This design comes from an exercise in tuning for small area, a short achievable clock period and few clock cycles on the open sky130 flow, not from production work.
Where RTL was checked, it was by simulation tests only, not by an equivalence proof against the original.
For run 1, only the layout was checked, not whether the RTL still works.

==> flow/design.v, too long to show whole: its modules and the start of the top module <==
// module fp_round: 21 lines
// module fp_add: 111 lines
// module fp_cmp: 19 lines
// module div_init: 42 lines
// module div_steps: 47 lines
// module fp_minmax3: 20 lines
// module duty_code: 43 lines
// module mul_r8: 720 lines
// module modfront: 225 lines
module modfront (
    input  wire         clk,
    input  wire         rst,
    input  wire         start,
    input  wire [31:0]  v0,
    input  wire [31:0]  v1,
    input  wire [31:0]  v2,
    input  wire [31:0]  vdc,
    input  wire [31:0]  vdc_min,
    input  wire [23:0]  per,
    input  wire         inject,
    input  wire         three_level,
    output wire         ready,
    output reg          done,
    output reg  [167:0] code_o,
    output reg  [5:0]   zero_o,
    output reg          sat,
    output reg          vdc_low
);
  // ...
==> flow/flow/run.sh <==
#!/bin/bash
# The standard layout (standard.sh: the standard flow's synthesis and ORFS steps, unchanged
# clock period and constraints), with timing repair aiming at a larger setup
# slack, so that repair_timing also shortens paths that already meet the clock.
set -euo pipefail
export SETUP_SLACK_MARGIN=12
bash standard.sh > flow_standard.log 2>&1
==> flow/standard.sh <==
#!/bin/bash
# synth_recipe.tcl (not shown) runs the flow's synth.tcl, then flattens the netlist and writes it again
# the make line also repeats each setting of config.mk as NAME=value (left out here)
make -C /OpenROAD-flow-scripts/flow DESIGN_CONFIG=/design/flow/config.mk WORK_HOME=/design/flow/orfs CLKGATE_MAP_FILE= SYNTH_SCRIPT=/design/flow/synth_recipe.tcl "${@:-finish}"
==> flow/config.mk <==
export PLATFORM = sky130hd
export DESIGN_NAME = modfront
export DESIGN_NICKNAME = modfront
export VERILOG_FILES = /design/flow/design.v
export SDC_FILE = /design/flow/constraint.sdc
export NUM_CORES = 4
export LEC_CHECK = 0
export CAP_MARGIN = 20
export CORE_MARGIN = 2
export CORE_UTILIZATION = 45
export SLEW_MARGIN = 20
export SYNTH_HIERARCHICAL = 1
==> flow/constraint.sdc <==
create_clock -name core_clock -period 24.0 [get_ports {clk}]
set_input_delay 4.8000 -clock core_clock [delete_from_list [all_inputs] [get_ports {clk}]]
set_output_delay 4.8000 -clock core_clock [all_outputs]
set_load 0.01 [all_outputs]
==> results.cfg, run 1 <==
[cts]
post_cts_buffers = 105
cts_tree = done
insertion_delay_ns = 0.78

[route]
ant_nets = 0
dr_wl_met2_microns = 212700
wl_per_cell_microns = 28.64
wl_microns = 500200
route.detailed.drc = 0

[grt]
antenna_found_initial = 34
grt_pass1_vias = 107535

[cells_and_area]
n_all_inverters = 799
ff_latch_area_sq_um = 18440
layout_common_cells = nand2_1, a21oi_1, nor2_1
fill_cells = 23319
final_cell_count_no_fill = 17466
fin_area_sq_um = 124900

[status]
status = timing/DRC/antenna clean

[die]
nWellTaps = 3202
num_io_pins = 367

[place]
place_area_sq_um = 115400

[sta]
drv_slew = 0

[setup_path]
critPathBufInv = 8
setup.worst_path.class = in -> reg
crit_arrival_ns = 12.33
critPathLaunchType = primary input
critPathMostFrequentCell = buf_4

[min_path]
whs_path_depth = 2

[yosys]
synth_area_sq_um = 109900
synthCells = 14068
==> module modfront, before the edit <==
module modfront (
    input  wire         clk,
    input  wire         rst,
    input  wire         start,
    input  wire [31:0]  v0,
    input  wire [31:0]  v1,
    input  wire [31:0]  v2,
    input  wire [31:0]  vdc,
    input  wire [31:0]  vdc_min,
    input  wire [23:0]  per,
    input  wire         inject,
    input  wire         three_level,
    output wire         ready,
    output reg          done,
    output reg  [167:0] code_o,
    output reg  [5:0]   zero_o,
    output reg          sat,
    output reg          vdc_low
);
    localparam [31:0] F_HALF = 32'h3F00_0000;    
    localparam [31:0] F_ZERO = 32'h0000_0000;    
    localparam integer S0 = 2;
    localparam integer R  = 4;
    localparam integer L  = 3;
    localparam integer NSTEP = (25 - S0 - L) / R;
    localparam [2:0] S_IDLE = 3'd0,
                     S_DIV  = 3'd1,
                     S_MM   = 3'd2,
                     S_SUM  = 3'd3,
                     S_SUB  = 3'd4,
                     S_ADD  = 3'd5,
                     S_MUL  = 3'd6;
    reg [2:0] state;
    reg [2:0] cnt;
    reg        r_inject;
    reg        r_three;
    reg [22:0] r_dfrac;       
    reg [23:0] r_pm;          
    reg [25:0] r_pm3;         
    reg [7:0]  r_pe;          
    reg        r_pz;          
    reg [31:0] m [0:2];
    reg [31:0] opa, opb;      
    reg [31:0] d;             
    reg        d_x2;
    reg        d_neg;         
    assign ready = (state == S_IDLE);
    wire accept = (state == S_IDLE) && start;
    wire vdc_lt, vdc_eq, vdc_un;
    fp_cmp u_cmp_vdc (.a(vdc), .b(vdc_min), .lt(vdc_lt), .eq(vdc_eq), .un(vdc_un));
    wire vdc_ok = !vdc_lt && !vdc_eq && !vdc_un;
    reg [4:0] per_lz;
    integer i;
    always @* begin
        per_lz = 5'd0;
        for (i = 0; i <= 23; i = i + 1)
            if (per[i]) per_lz = 5'd23 - i[4:0];
    end
    wire [23:0] per_norm = per << per_lz;
    reg  [1:0]         dv_cls  [0:2];
    reg                dv_sign [0:2];
    reg  signed [10:0] dv_exp  [0:2];
    reg  [24:0]        dv_rem  [0:2];
    reg  [24:0]        dv_q    [0:2];
    wire [1:0]         in_cls  [0:2];
    wire               in_sign [0:2];
    wire signed [10:0] in_exp  [0:2];
    wire [24:0]        in_rem  [0:2];
    wire [24:0]        in_q    [0:2];
    wire [24:0]        st_rem  [0:2];
    wire [24:0]        st_q    [0:2];
    wire [31:0]        quo     [0:2];
    wire [31:0]        v_in    [0:2];
    assign v_in[0] = v0;
    assign v_in[1] = v1;
    assign v_in[2] = v2;
    genvar g;
    generate
        for (g = 0; g < 3; g = g + 1) begin : lane
            div_init #(.S0(S0)) u_init (
                .a(v_in[g]), .b(vdc), .cls(in_cls[g]), .sign(in_sign[g]),
                .exp(in_exp[g]), .rem(in_rem[g]), .q(in_q[g]));
            div_steps #(.R(R), .L(L)) u_steps (
                .rem(dv_rem[g]), .q(dv_q[g]), .dfrac(r_dfrac), .cls(dv_cls[g]),
                .sign(dv_sign[g]), .exp(dv_exp[g]),
                .rem_o(st_rem[g]), .q_o(st_q[g]), .y(quo[g]));
        end
    endgenerate
    wire [31:0] mx, mn;
    fp_minmax3 u_mm (.a(m[0]), .b(m[1]), .c(m[2]), .mx(mx), .mn(mn));
    wire [31:0] add_a = opa;
    wire [31:0] add_b = opb;
    wire [31:0] add_y;
    fp_add u_add (.a(add_a), .b(add_b), .y(add_y));
    wire [7:0]  s_exp = add_y[30:23];
    wire [31:0] neg_z = (s_exp == 8'hFF) ? {~add_y[31], add_y[30:0]} :
                        (s_exp <= 8'd1)  ? {~add_y[31], 31'd0} :
                                           {~add_y[31], s_exp - 8'd1, add_y[22:0]};
    wire m_neg = opb[31] && (opb[30:23] != 8'd0) &&
                 !((opb[30:23] == 8'hFF) && (opb[22:0] != 23'd0));
    wire [27:0] code_val;
    wire        d_zero, code_sat;
    duty_code u_code (.d(d), .x2(d_x2), .pm(r_pm), .pm3(r_pm3), .pe(r_pe), .pz(r_pz),
                      .code(code_val), .zero(d_zero), .sat(code_sat));
    localparam [27:0] C_FULL = {24'hFF_FFFF, 4'd0};
    integer j;
    always @(posedge clk) begin
        if (rst) begin
            state   <= S_IDLE;
            cnt     <= 3'd0;
            done    <= 1'b0;
            code_o  <= 168'd0;
            zero_o  <= 6'b111111;
            sat     <= 1'b0;
            vdc_low <= 1'b0;
        end else begin
            done <= 1'b0;
            case (state)
                S_IDLE: begin
                    if (start) begin
                        if (!vdc_ok) begin
                            vdc_low <= 1'b1;
                            done    <= 1'b1;
                        end else begin
                            state <= S_DIV;
                        end
                        for (j = 0; j < 3; j = j + 1) begin
                            dv_cls[j]  <= in_cls[j];
                            dv_sign[j] <= in_sign[j];
                            dv_exp[j]  <= in_exp[j];
                            dv_rem[j]  <= in_rem[j];
                            dv_q[j]    <= in_q[j];
                        end
                        cnt      <= 3'd0;
                        r_inject <= inject;
                        r_three  <= three_level;
                        r_dfrac  <= vdc[22:0];
                        r_pm     <= per_norm;
                        r_pm3    <= {1'b0, per_norm, 1'b0} + {2'b00, per_norm};
                        r_pe     <= 8'd154 - {3'd0, per_lz};
                        r_pz     <= (per == 24'd0);
                    end
                end
                S_DIV: begin
                    for (j = 0; j < 3; j = j + 1) begin
                        dv_rem[j] <= st_rem[j];
                        dv_q[j]   <= st_q[j];
                    end
                    if (cnt == NSTEP) begin
                        m[0]   <= quo[0];
                        m[1]   <= quo[1];
                        m[2]   <= quo[2];
                        opa    <= F_HALF;
                        opb    <= quo[0];
                        cnt    <= 3'd0;
                        state  <= r_inject ? S_MM : S_ADD;
                    end else begin
                        cnt <= cnt + 3'd1;
                    end
                end
                S_MM: begin
                    opa    <= mx;
                    opb    <= mn;
                    state  <= S_SUM;
                end
                S_SUM: begin
                    opa    <= m[0];
                    opb    <= neg_z;
                    state  <= S_SUB;
                end
                S_SUB: begin
                    m[cnt[1:0]] <= add_y;
                    if (cnt == 3'd2) begin
                        opa   <= F_HALF;
                        opb   <= m[0];
                        cnt   <= 3'd0;
                        state <= S_ADD;
                    end else begin
                        opa <= m[cnt[1:0] + 2'd1];
                        cnt <= cnt + 3'd1;
                    end
                end
                S_ADD: begin
                    d     <= (r_three && !m_neg) ? opb : add_y;
                    d_x2  <= r_three;
                    d_neg <= m_neg;
                    if (cnt != 3'd2)
                        opb <= m[cnt[1:0] + 2'd1];
                    if (cnt != 3'd0)
                        m[cnt[1:0] - 2'd1] <= {code_val, d_zero, code_sat, d_neg, 1'b0};
                    if (cnt == 3'd2) begin
                        state <= S_MUL;
                    end
                    cnt <= cnt + 3'd1;
                end
                S_MUL: begin
                    if (!r_three) begin
                        code_o[0 +: 28]  <= m[0][31:4];
                        code_o[28 +: 28] <= m[1][31:4];
                        code_o[56 +: 28] <= code_val;
                        zero_o[2:0]      <= {d_zero, m[1][3], m[0][3]};
                        sat              <= code_sat | m[1][2] | m[0][2];
                    end else begin
                        for (j = 0; j < 2; j = j + 1) begin
                            code_o[56*j +: 28]      <= m[j][1] ? 28'd0 : m[j][31:4];
                            code_o[56*j + 28 +: 28] <= m[j][1] ? m[j][31:4] : C_FULL;
                            zero_o[2*j]             <= m[j][1] ? 1'b1 : m[j][3];
                            zero_o[2*j + 1]         <= m[j][1] ? m[j][3] : 1'b0;
                        end
                        code_o[112 +: 28] <= d_neg ? 28'd0 : code_val;
                        code_o[140 +: 28] <= d_neg ? code_val : C_FULL;
                        zero_o[4]         <= d_neg ? 1'b1 : d_zero;
                        zero_o[5]         <= d_neg ? d_zero : 1'b0;
                        sat               <= 1'b1;
                    end
                    vdc_low <= 1'b0;
                    done    <= 1'b1;
                    cnt     <= 3'd0;
                    state   <= S_IDLE;
                end
                default: state <= S_IDLE;
            endcase
        end
    end
endmodule
==> inputs of run 2 (changes only) <==
--- a/flow/design.v
+++ b/flow/design.v
@@ -1043,7 +1043,7 @@
     localparam [31:0] F_HALF = 32'h3F00_0000;    
     localparam [31:0] F_ZERO = 32'h0000_0000;    
-    localparam integer S0 = 2;
+    localparam integer S0 = 0;
     localparam integer R  = 4;
-    localparam integer L  = 3;
+    localparam integer L  = 1;
     localparam integer NSTEP = (25 - S0 - L) / R;
     localparam [2:0] S_IDLE = 3'd0,
@@ -1111,5 +1111,5 @@
     endgenerate
     wire [31:0] mx, mn;
-    fp_minmax3 u_mm (.a(m[0]), .b(m[1]), .c(m[2]), .mx(mx), .mn(mn));
+    fp_minmax3 u_mm (.a(quo[0]), .b(quo[1]), .c(quo[2]), .mx(mx), .mn(mn));
     wire [31:0] add_a = opa;
     wire [31:0] add_b = opb;
@@ -1174,17 +1174,12 @@
                         m[1]   <= quo[1];
                         m[2]   <= quo[2];
-                        opa    <= F_HALF;
-                        opb    <= quo[0];
+                        opa    <= r_inject ? mx : F_HALF;
+                        opb    <= r_inject ? mn : quo[0];
                         cnt    <= 3'd0;
-                        state  <= r_inject ? S_MM : S_ADD;
+                        state  <= r_inject ? S_SUM : S_ADD;
                     end else begin
                         cnt <= cnt + 3'd1;
                     end
                 end
-                S_MM: begin
-                    opa    <= mx;
-                    opb    <= mn;
-                    state  <= S_SUM;
-                end
                 S_SUM: begin
                     opa    <= m[0];
--- a/flow/config.mk
+++ b/flow/config.mk
@@ -6,4 +6,5 @@
 export NUM_CORES = 4
 export LEC_CHECK = 0
+export ABC_AREA = 1
 export CAP_MARGIN = 20
 export CORE_MARGIN = 2
==> run 2 against run 1 <==
Against the previous run:
- core utilization down 2.7 points
- global-route usage down 0.53 points
- via count grew 3.4%
- clock skew down 0.018 ns
- synthesized cell count is 27% higher
- non-clock buffer count shrank 389
- die area decreased by 0.95%
- routed wire length shrank 4.2%
- highest routed layer unchanged
==> results.cfg, run 2 <==
[cts]
path_clk_slew_ns = 0.07
cts_buffers = 82
htree_levels = 3
insertion_delay_ns = 0.77
cts_max_path_buffers = 3
clock_sinks = 681
clock_tree.root_cell = clkbuf_16
cts_tree = done

[place]
port_buffers = 366
dpl.hpwl_microns = 382800
place_congestion = 1.053
place_area_sq_um = 113500

[route]
firstDrtPassIters = 9
dr.first_iter.drc_count = 15427
wl_per_cell_microns = 22.80
vias = 120108
via_per_inst = 5.715
route.detailed.drc = 0
wl_microns = 479200
ant_nets = 0

[sta]
grt_setup_unrepaired = true
period_share = 0.4812
slew_headroom = 0.1401
setup_violations = 0
fin_tns_setup_ns = 0
finalHoldViolCount = 0
post-route-min-period_ns = 11.55
fin_skew_ns = 0.07801
fmax_mhz = 86.59
drv_slew = 0
worstMarginPinSlew_ns = 1.276

[die]
coreArea_sq_um = 240500
start_util = 0.4524
die_y_microns = 495.7
num_io_pins = 367
rows = 180
die_w_microns = 495.7
dieArea_sq_um = 245700

[cells_and_area]
largest_reg_flops = 168
syn_to_final_growth_pct = 7.695
reg_top3 = code_o (168), m (128), dv_rem (75)
fin_util = 0.4872
nets = 18900
layout_common_cells = nand2_1, inv_1, nand3_1
drive_above_1_share = 0.05644
fin_area_sq_um = 117200
final_common_cell = nand2_1
largest_register = code_o

[yosys]
synthCells = 17870
yosys_warnings = 21
avgSynthCellArea_sq_um = 6.089
synth_area_sq_um = 108800

[grt]
antenna_found_initial = 15
grtUsageTotal = 0.3745
grt_max_degree = 107
grt_pass1_wl_microns = 700600
overflow = 0
grt_pass1_vias = 108610

[setup_path]
critPathMostFrequentCell = nand3_1
rrSetupSlack_ns = 12.45
cp-startpoint = d[2]
worstPathRequired_ns = 24.61
setup.worst_path.class = reg -> reg
crit_arrival_ns = 12.16
critPathBufInv = 8
crit_fanout = 27
ff2ff_path_depth = 47
worstReg2RegStart = d[2]
cpPeakStageDelay_ns = 0.57
cp_top_family = compound AO/OA/AOI/OAI gates
rr_endpoint = m[0][11]
cp.depth = 47
critPathSlowestCell = a21oi_1
critPathCapture = m[0][11]
cp-end-kind = flop
critPathLaunchType = flop

[min_path]
min_from = code_o[130]
hold_path.class = reg -> reg

[status]
status = timing/DRC/antenna clean

[run]
drv_cap = 0
==> run 2: cell types whose count changed in the layout (fill, tap and decap cells not counted), sizes merged, moves of 210 or more <==
cell   change
nand2   +4398
inv     +1629
nand3   +1169
mux2     -534
nor2     +450
xnor2    -435
buf      -374
o21ai    +323
mux2i    -310
and2     -286
nor3     -245
xor2     +245
a21oi    -210
==> run 2: stage by stage <==
step | hold slack (ns) | worst slack (ns) | std cells
after floorplan | 0.4244 | 12.69 | 17940
after global placement | 0.4395 | 10.44 | 20794
after detailed placement | 0.4519 | 10.23 | 20794
after CTS | 0.4663 | 11.90 | 20954
after global routing | 0.4825 | 11.96 | 21013
final | 0.4634 | 12.45 | 21016
==> run 2: tightest hold or removal path, stage by stage, from the launching register on <==
cell	delay (ns)
dfxtp_1	0.30
nand2_1	0.06
a21oi_1	0.05
==> run 2: repair_timing <==
| action | CTS | global route |
|---|---|---|
| pin swaps | 3 | 11 |
| setup buffers | 6 | 47 |
| hold buffers | 0 | 0 |
| endpoints found under the setup margin | 186 | 296 |
| resized for setup | 20 | 159 |
| gates cloned | 3 | 8 |
==> run 2: worst min-delay path by stage <==
stage | slack (ns) | cells after the start | end
floorplan | 0.42 | 0 | d_x2
global placement | 0.44 | 2 | code_o[35]
detailed placement | 0.45 | 2 | code_o[40]
CTS | 0.47 | 2 | code_o[142]
global route | 0.48 | 1 | code_o[2]
finish | 0.46 | 2 | code_o[130]
==> run 2: per-layer routing <==
layer / track usage / part of all wire / vias up
li1: - / - / 57926
met1: 0.5015 / 0.41 / 54919
met2: 0.5635 / 0.42 / 6139
met3: 0.06824 / 0.10 / 1106
met4: 0.2156 / 0.071 / 18
met5: 0 / 0.00025 / -
==> run 2: cell type report <==
type | instances | area [sq um]
repair inverters | 8 | 50.05
well taps | 3185 | 3985
inverters | 2448 | 9263
repair buffers | 566 | 5246
multi-input cells | 13970 | 77220
flip-flops and latches | 681 | 18620
fillers | 25832 | 123400
diodes | 7 | 17.52
clock buffers | 113 | 2335
clock inverters | 38 | 440.4
Testbench counts of run 2, summed over its fixed seeds: cycles 22,548.
==> inputs of run 3 (changes only) <==
--- a/flow/flow/run.sh
+++ b/flow/flow/run.sh
@@ -4,4 +4,4 @@
 # slack, so that repair_timing also shortens paths that already meet the clock.
 set -euo pipefail
-export SETUP_SLACK_MARGIN=12
+export SETUP_SLACK_MARGIN=13
 bash standard.sh > flow_standard.log 2>&1
==> run 3 against run 2 <==
Against the previous run:
- largest cell class unchanged
- fmax rose by 8.4%
- sequential cell count did not move
- final cell count rose by 0.29%
- global-route usage rose by 0.89 points
- die area did not move
- non-clock buffer count rose by 44
- clock skew fell by 0.0079 ns
- first-iteration DRC count fell by 4.6%
- sequential share of layout area fell by 0.23 points
- final area rose by 1.4%
==> results.cfg, run 3 <==
[status]
status = timing/DRC/antenna clean

[sta]
grt_setup_unrepaired = true
worstMarginPinSlew_ns = 1.268
fin_tns_setup_ns = 0
finalHoldViolCount = 0
setup_violations = 0
fin_skew_ns = 0.07011
whs_ns = 0.4525
fmax_mhz = 93.87
drv_slew = 0
period_share = 0.4439
post-route-min-period_ns = 10.65
slew_headroom = 0.1469

[setup_path]
cp-end-kind = flop
rrSetupSlack_ns = 13.35
critPathMostFrequentCell = inv_1
crit_fanout = 18
worstReg2RegStart = d[0]
critPathSlowestCell = fa_1
critPathLaunchType = flop
setup.worst_path.class = reg -> reg
cp-startpoint = d[0]
ff2ff_path_depth = 50
cpPeakStageDelay_ns = 0.52
worstPathRequired_ns = 24.50
crit_arrival_ns = 11.15

[grt]
overflow = 0
grt_max_degree = 108
met3_usage = 0.08139
grtUsageTotal = 0.3834
antenna_found_initial = 14
use_met1 = 0.5073
use_met2 = 0.5743
grt_pass1_vias = 110493
grt_pass1_wl_microns = 714100
globalRoute.busiestLayer = met2

[die]
rows = 180
die_w_microns = 495.7
coreArea_sq_um = 240500
num_io_pins = 367
die_y_microns = 495.7
dieArea_sq_um = 245700
start_util = 0.4524

[route]
vias = 121196
ant_nets = 0
firstDrtPassIters = 8
dr.first_iter.drc_count = 14714
wl_microns = 491400
route.detailed.drc = 0
wl_per_cell_microns = 23.32
via_per_inst = 5.750

[place]
port_buffers = 366
dpl.hpwl_microns = 388000
dpl.cell_count = 20806
place_congestion = 1.025

[min_path]
hold_path.class = reg -> reg
min_from = vdc_low
whs_path_depth = 2

[cts]
cts_buffers = 86
holdBufCountCts = 0
clock_tree.root_cell = clkbuf_16
cts_max_path_buffers = 3
insertion_delay_ns = 0.79
htree_levels = 3
path_clk_slew_ns = 0.06
cts_tree = done
clock_sinks = 681

[cells_and_area]
final_cell_count_no_fill = 21076
reg_top3 = code_o (168), m (128), dv_rem (75)
largest_register = code_o
syn_to_final_growth_pct = 9.257
drive_above_1_share = 0.06800
fin_util = 0.4942
nets = 18954
largest_reg_flops = 168
final_common_cell = nand2_1
layout_common_cells = nand2_1, inv_1, nand3_1

[yosys]
synth_area_sq_um = 108800
yosys_warnings = 21
avgSynthCellArea_sq_um = 6.089
synthCells = 17870

[run]
drv_cap = 0
run 3: cell count changes in the layout (fill, tap and decap cells not counted), moves of 10 or more:
cell,delta
nand2_2,+10
nand2_1,-19
o21ai_2,+36
a21oi_1,-19
inv_1,-13
o21ai_1,+11
a21oi_2,+12
ha_2,+11
nor2_1,-16
clkinvlp_4,+13
nor2_2,+12
o21ai_0,-54
ha_1,-19
buf_4,+24
run 3: area by class of cell:
class,count,area [sq um]
diodes,8,20.02
clock buffers,104,2333
clock inverters,56,621.8
fillers,25810,121700
inverters,2448,9339
multi-input cells,13976,78140
flip-flops and latches,681,18620
well taps,3185,3985
repair buffers,610,5768
repair inverters,8,50.05
run 3: critical path: cells and delay by family, from the launching register on:
| family | cells | cell delay [ns] |
|---|---|---|
| AND/OR/NAND/NOR | 24 | 3.69 |
| adder cells (fa/ha/maj) | 7 | 2.75 |
| buffers and inverters | 9 | 1.42 |
| AO/OA/AOI/OAI | 8 | 1.33 |
| XOR/XNOR | 2 | 0.74 |
| flip-flops | 1 | 0.41 |
run 3: metrics by stage:
step | area, sq um | worst slack [ns]
2_1_floorplan | 109100 | 13.84
3_3_place_gp | 113500 | 10.10
3_5_place_dp | 113500 | 9.995
4_1_cts | 117300 | 12.92
5_1_grt | 118900 | 12.93
6_report | 118900 | 13.35
run 3: path summary, 6_finish.rpt:
kind,endpoint
max,m[0][22]
min,vdc_low
max reg2reg,m[0][22]
min reg2reg,vdc_low
run 3: routing by layer:
| metal | vias up | part of all wire |
|---|---|---|
| li1 | 58041 | - |
| met1 | 55593 | 0.41 |
| met2 | 6371 | 0.42 |
| met3 | 1179 | 0.10 |
| met4 | 12 | 0.070 |
| met5 | - | 0.00027 |
run 3: what timing repair did:
action	CTS	global route
setup endpoints to repair	328	365
setup buffers	34	47
cloned	12	9
gates resized for setup	154	312
pin swaps	12	36
==> inputs of run 4 (changes only) <==
--- a/flow/flow/run.sh
+++ b/flow/flow/run.sh
@@ -4,4 +4,4 @@
 # slack, so that repair_timing also shortens paths that already meet the clock.
 set -euo pipefail
-export SETUP_SLACK_MARGIN=13
+export SETUP_SLACK_MARGIN=14
 bash standard.sh > flow_standard.log 2>&1
==> run 4 against run 3 <==
Against the previous run:
- largest cell class unchanged
- final area is 5.5% higher
- hold slack better by 0.0091 ns
- clock-buffer cell count up 7
- area after synthesis unchanged
- still clean on timing, DRC and antenna
- die area stayed put
- highest routed layer unchanged
==> results.cfg, run 4 <==
[cts]
clock_sinks = 681
path_clk_slew_ns = 0.06
holdBufCountCts = 0
cts_max_path_buffers = 3
clock_tree.root_cell = clkbuf_16
htree_levels = 3
insertion_delay_ns = 0.78
cts_tree = done
cts_buffers = 84

[sta]
drv_slew = 0
setup_violations = 0
finalHoldViolCount = 0
slew_headroom = 0.1461
grt_setup_unrepaired = true
period_share = 0.4104
fin_skew_ns = 0.06137
post-route-min-period_ns = 9.850
fmax_mhz = 101.5
fin_tns_setup_ns = 0
worstMarginPinSlew_ns = 1.276

[route]
vias = 124429
wl_per_cell_microns = 23.57
ant_nets = 0
via_per_inst = 5.807
route.detailed.drc = 0
dr.first_iter.drc_count = 15781
wl_microns = 505100
firstDrtPassIters = 9

[run]
drv_cap = 0

[yosys]
synthCells = 17870
yosys_warnings = 21
synth_area_sq_um = 108800
avgSynthCellArea_sq_um = 6.089

[grt]
grt_pass1_vias = 111678
grt_max_degree = 106
overflow = 0
grtUsageTotal = 0.3863
grt_pass1_wl_microns = 721900
antenna_found_initial = 19

[cells_and_area]
syn_to_final_growth_pct = 15.32
fill_cells = 25251
final_cell_count_no_fill = 21427
final_common_cell = nand2_1
largest_reg_flops = 168
reg_top3 = code_o (168), m (128), dv_rem (75)
layout_common_cells = nand2_1, inv_1, nand3_1
drive_above_1_share = 0.1171
nets = 19304
largest_register = code_o

[die]
die_y_microns = 495.7
start_util = 0.4524
rows = 180
dieArea_sq_um = 245700
coreArea_sq_um = 240500
die_w_microns = 495.7
num_io_pins = 367

[setup_path]
cpPeakStageDelay_ns = 0.56
rrSetupSlack_ns = 14.15
critPathSlowestCell = fa_1
cp-startpoint = d[5]
ff2ff_path_depth = 50
critPathMostFrequentCell = nand2_1
crit_arrival_ns = 10.45
critPathCapture = m[0][24]
worstPathRequired_ns = 24.60
critPathLaunchType = flop
crit_fanout = 11
worstReg2RegStart = d[5]
setup.worst_path.class = reg -> reg
cp-end-kind = flop
rr_endpoint = m[0][24]

[min_path]
hold_path.class = reg -> reg

[place]
port_buffers = 366
dpl.cell_count = 20807
place_congestion = 1.034
dpl.hpwl_microns = 388000

[status]
status = timing/DRC/antenna clean
-- run 4: how the worst min path moves through the flow --
stage / start / endpoint / depth (start not counted)
floorplan: r_three / d_x2 / 0
global placement: code_o[83] / code_o[83] / 2
detailed placement: code_o[43] / code_o[43] / 2
CTS: code_o[142] / code_o[142] / 2
global route: code_o[118] / code_o[118] / 2
finish: code_o[142] / code_o[142] / 2
-- run 4: layout make-up --
| type | count | area (sq um) | share of cell area |
|---|---|---|---|
| multi-input combinational | 13991 | 81490 | 0.6495 |
| sequential | 681 | 18620 | 0.1484 |
| inverter | 2448 | 9537 | 0.07600 |
| timing repair buffer | 934 | 8793 | 0.07008 |
| tap | 3185 | 3985 | 0.03176 |
| clock buffer | 111 | 2332 | 0.01859 |
| clock inverter | 46 | 556.8 | 0.004437 |
| timing repair inverter | 21 | 135.1 | 0.001077 |
| antenna | 10 | 25.02 | 0.0001994 |
-- run 4: worst max-delay path: cells and delay by family, from the launching register on --
family	cells	cell delay, ns
AO/OA/AOI/OAI	11	2.18
XOR/XNOR	2	0.56
adder cells (fa/ha/maj)	7	2.79
buffers and inverters	7	1.01
flip-flops	1	0.48
AND/OR/NAND/NOR	23	2.66
-- run 4: what timing repair did --
item                       CTS  global route
resized for setup          485           920
buffers inserted           112           278
cloned                      24            39
pin swaps                   45           292
setup endpoints to repair  382           382
-- run 4: through the flow --
| step | instance area (sq um) | utilization | hold WS, ns | worst slack (ns) |
|---|---|---|---|---|
| finish | 125500 | 0.5217 | 0.4616 | 14.15 |
| CTS | 119100 | 0.4953 | 0.4638 | 14.00 |
| global route | 125500 | 0.5216 | 0.4794 | 13.84 |
| global placement | 113500 | 0.4721 | 0.4396 | 9.951 |
| detailed placement | 113500 | 0.4721 | 0.4456 | 9.841 |
| floorplan | 109100 | - | 0.4244 | 13.87 |
-- run 4: per-layer routing --
layer | vias up | GRT usage | wire, microns
met2 | 6709 | 0.5825 | 211800
met5 | - | 0 | 109
met1 | 57530 | 0.5152 | 203900
li1 | 58842 | - | -
met3 | 1332 | 0.07588 | 53340
met4 | 16 | 0.2158 | 35860
==> inputs of run 5 (changes only) <==
--- a/flow/flow/run.sh
+++ b/flow/flow/run.sh
@@ -4,4 +4,4 @@
 # slack, so that repair_timing also shortens paths that already meet the clock.
 set -euo pipefail
-export SETUP_SLACK_MARGIN=14
+export SETUP_SLACK_MARGIN=15
 bash standard.sh > flow_standard.log 2>&1
==> run 5 against run 4 <==
Against the previous run:
- synthesized cell count is the same
- sequential cell count is the same
- register-to-register slack lost 0.23 ns
- critical endpoint is now m[0][12]
- highest routed layer unchanged
- die area is the same
- fmax shrank 2.3%
- core utilization grew 4.0 points
- final area grew 7.6%
- largest cell class unchanged
- final cell count grew 2.2%
- worst setup slack lost 0.23 ns
- hold slack lost 0.0051 ns
==> results.cfg, run 5 <==
[status]
status = timing/DRC/antenna clean

[grt]
grt_pass1_wl_microns = 739100
grt_pass1_vias = 114765
antenna_found_initial = 19
grt_max_degree = 108
overflow = 0
grtUsageTotal = 0.3959

[cts]
clock_tree.root_cell = clkbuf_16
cts_max_path_buffers = 3
clock_sinks = 681
cts_tree = done
insertion_delay_ns = 0.81
holdBufCountCts = 0
cts_buffers = 83
path_clk_slew_ns = 0.07
htree_levels = 3

[route]
via_per_inst = 5.840
wl_microns = 517600
route.detailed.drc = 0
wl_per_cell_microns = 23.63
dr.first_iter.drc_count = 16279
vias = 127945
firstDrtPassIters = 9
ant_nets = 0

[setup_path]
critPathLaunchType = flop
crit_arrival_ns = 10.68
critPathSlowestCell = fa_1
setup.worst_path.class = reg -> reg
cp-end-kind = flop
crit_fanout = 19
cpPeakStageDelay_ns = 0.62
worstPathRequired_ns = 24.59

[die]
start_util = 0.4524
rows = 180
dieArea_sq_um = 245700
die_y_microns = 495.7
num_io_pins = 367
die_w_microns = 495.7
coreArea_sq_um = 240500

[yosys]
yosys_warnings = 21
synthCells = 17870
synth_area_sq_um = 108800
avgSynthCellArea_sq_um = 6.089

[place]
port_buffers = 366
dpl_worst_slack_ns = 9.741
place_congestion = 1.035
dpl.hpwl_microns = 383600

[cells_and_area]
final_common_cell = nand2_1
nets = 19790
reg_top3 = code_o (168), m (128), dv_rem (75)
largest_reg_flops = 168
drive_above_1_share = 0.1805
largest_register = code_o
syn_to_final_growth_pct = 24.06
layout_common_cells = nand2_1, inv_1, nand3_1

[sta]
setup_slack_ns = 13.92
fmax_mhz = 99.19
slew_headroom = 0.1510
worstMarginPinSlew_ns = 1.274
fin_tns_setup_ns = 0
drv_slew = 0
period_share = 0.4201
setup_violations = 0
post-route-min-period_ns = 10.08
fin_skew_ns = 0.09009
finalHoldViolCount = 0
grt_setup_unrepaired = true

[min_path]
hold_path.class = reg -> reg

[run]
drv_cap = 0
run 5: worst max-delay path: cells and delay by family (launching register included):
| kind | cells | cell delay [ns] |
|---|---|---|
| AOI/OAI and AO/OA | 9 | 1.68 |
| xor gates and xnor gates | 3 | 0.85 |
| adders and majority gates | 7 | 2.74 |
| buffers and inverters | 6 | 1.54 |
| DFF | 1 | 0.55 |
| and+or+nand+nor | 21 | 2.49 |
run 5: path summary, 6_finish.rpt:
path | start | to | slack (ns) | depth (start not counted)
worst max-delay path | d[11] | m[0][12] | 13.92 | 46
worst min-delay path | vdc_low | vdc_low | 0.46 | 2
worst max register to register | d[11] | m[0][12] | 13.92 | 46
worst min register to register | vdc_low | vdc_low | 0.46 | 2
run 5: stage by stage:
| step | instance area, sq um | hold slack, ns | utilization | cells |
|---|---|---|---|---|
| 2_1_floorplan | 109200 | 0.4244 | - | 17940 |
| 3_3_place_gp | 113600 | 0.4417 | 0.4722 | 20803 |
| 3_5_place_dp | 113600 | 0.4457 | 0.4724 | 20804 |
| 4_1_cts | 126000 | 0.4545 | 0.5237 | 21435 |
| 5_1_grt | 135000 | 0.4738 | 0.5612 | 21904 |
| 6_report | 135000 | 0.4565 | 0.5612 | 21908 |
run 5: per-layer routing:
metal	part of all wire	vias to the layer above	global-route usage
li1	-	59819	-
met1	0.39	59342	0.5187
met2	0.42	7240	0.5957
met3	0.11	1516	0.08225
met4	0.078	28	0.2416
met5	0.00047	-	0.002124
run 5: cell type report:
class | instances | area [sq um]
fill | 24044 | 105500
multi-input combinational | 14004 | 86270
sequential | 681 | 18620
timing repair buffer | 1402 | 13340
inverter | 2448 | 9843
tap | 3185 | 3985
clock buffer | 103 | 2245
clock inverter | 46 | 474.2
timing repair inverter | 27 | 177.7
antenna | 12 | 30.03
run 5: repair_timing:
action	in CTS	in global routing
buffers inserted	423	431
gates resized for setup	1457	1268
gates cloned	59	28
pin swaps	361	447
setup endpoints to repair	400	394

[re-timing with driven ports]
How much do the figures lean on ideal ports? The routed layouts below were timed once more, with nothing changed but the port constraints. Step 1 (the two cells are an assumption about what drives the block):
set clk [get_ports {clk}]
set_driving_cell -lib_cell sky130_fd_sc_hd__clkbuf_16 $clk
set_driving_cell -lib_cell sky130_fd_sc_hd__buf_2 [delete_from_list [all_inputs] $clk]
Step 2 adds t to the input delays and takes it off the output delays; t is the mean of the earliest and latest rising clock arrival at the registers after step 1. Input paths then give back, and output paths get back, about the clock's delay inside the block. a / b / c = no drivers / after step 1 / after step 2; a / b = the first two.
run | t (ns) | setup slack, ns | cell pins on the clock port's net
run 1 | 0.829 | 12.122 / 12.128 / 11.364 | 1
run 2 | 0.840 | 12.451 / 12.451 / 12.451 | 1
run 3 | 0.851 | 13.347 / 13.347 / 13.163 | 1
run 4 | 0.861 | 14.150 / 14.150 / 13.759 | 1
run 5 | 0.867 | 13.918 / 13.918 / 13.918 | 1
After both steps every run listed still meets setup and hold. The setup slack of run 1, which loses most, moves by +0.006 ns with the drivers and by -0.758 ns with both steps.
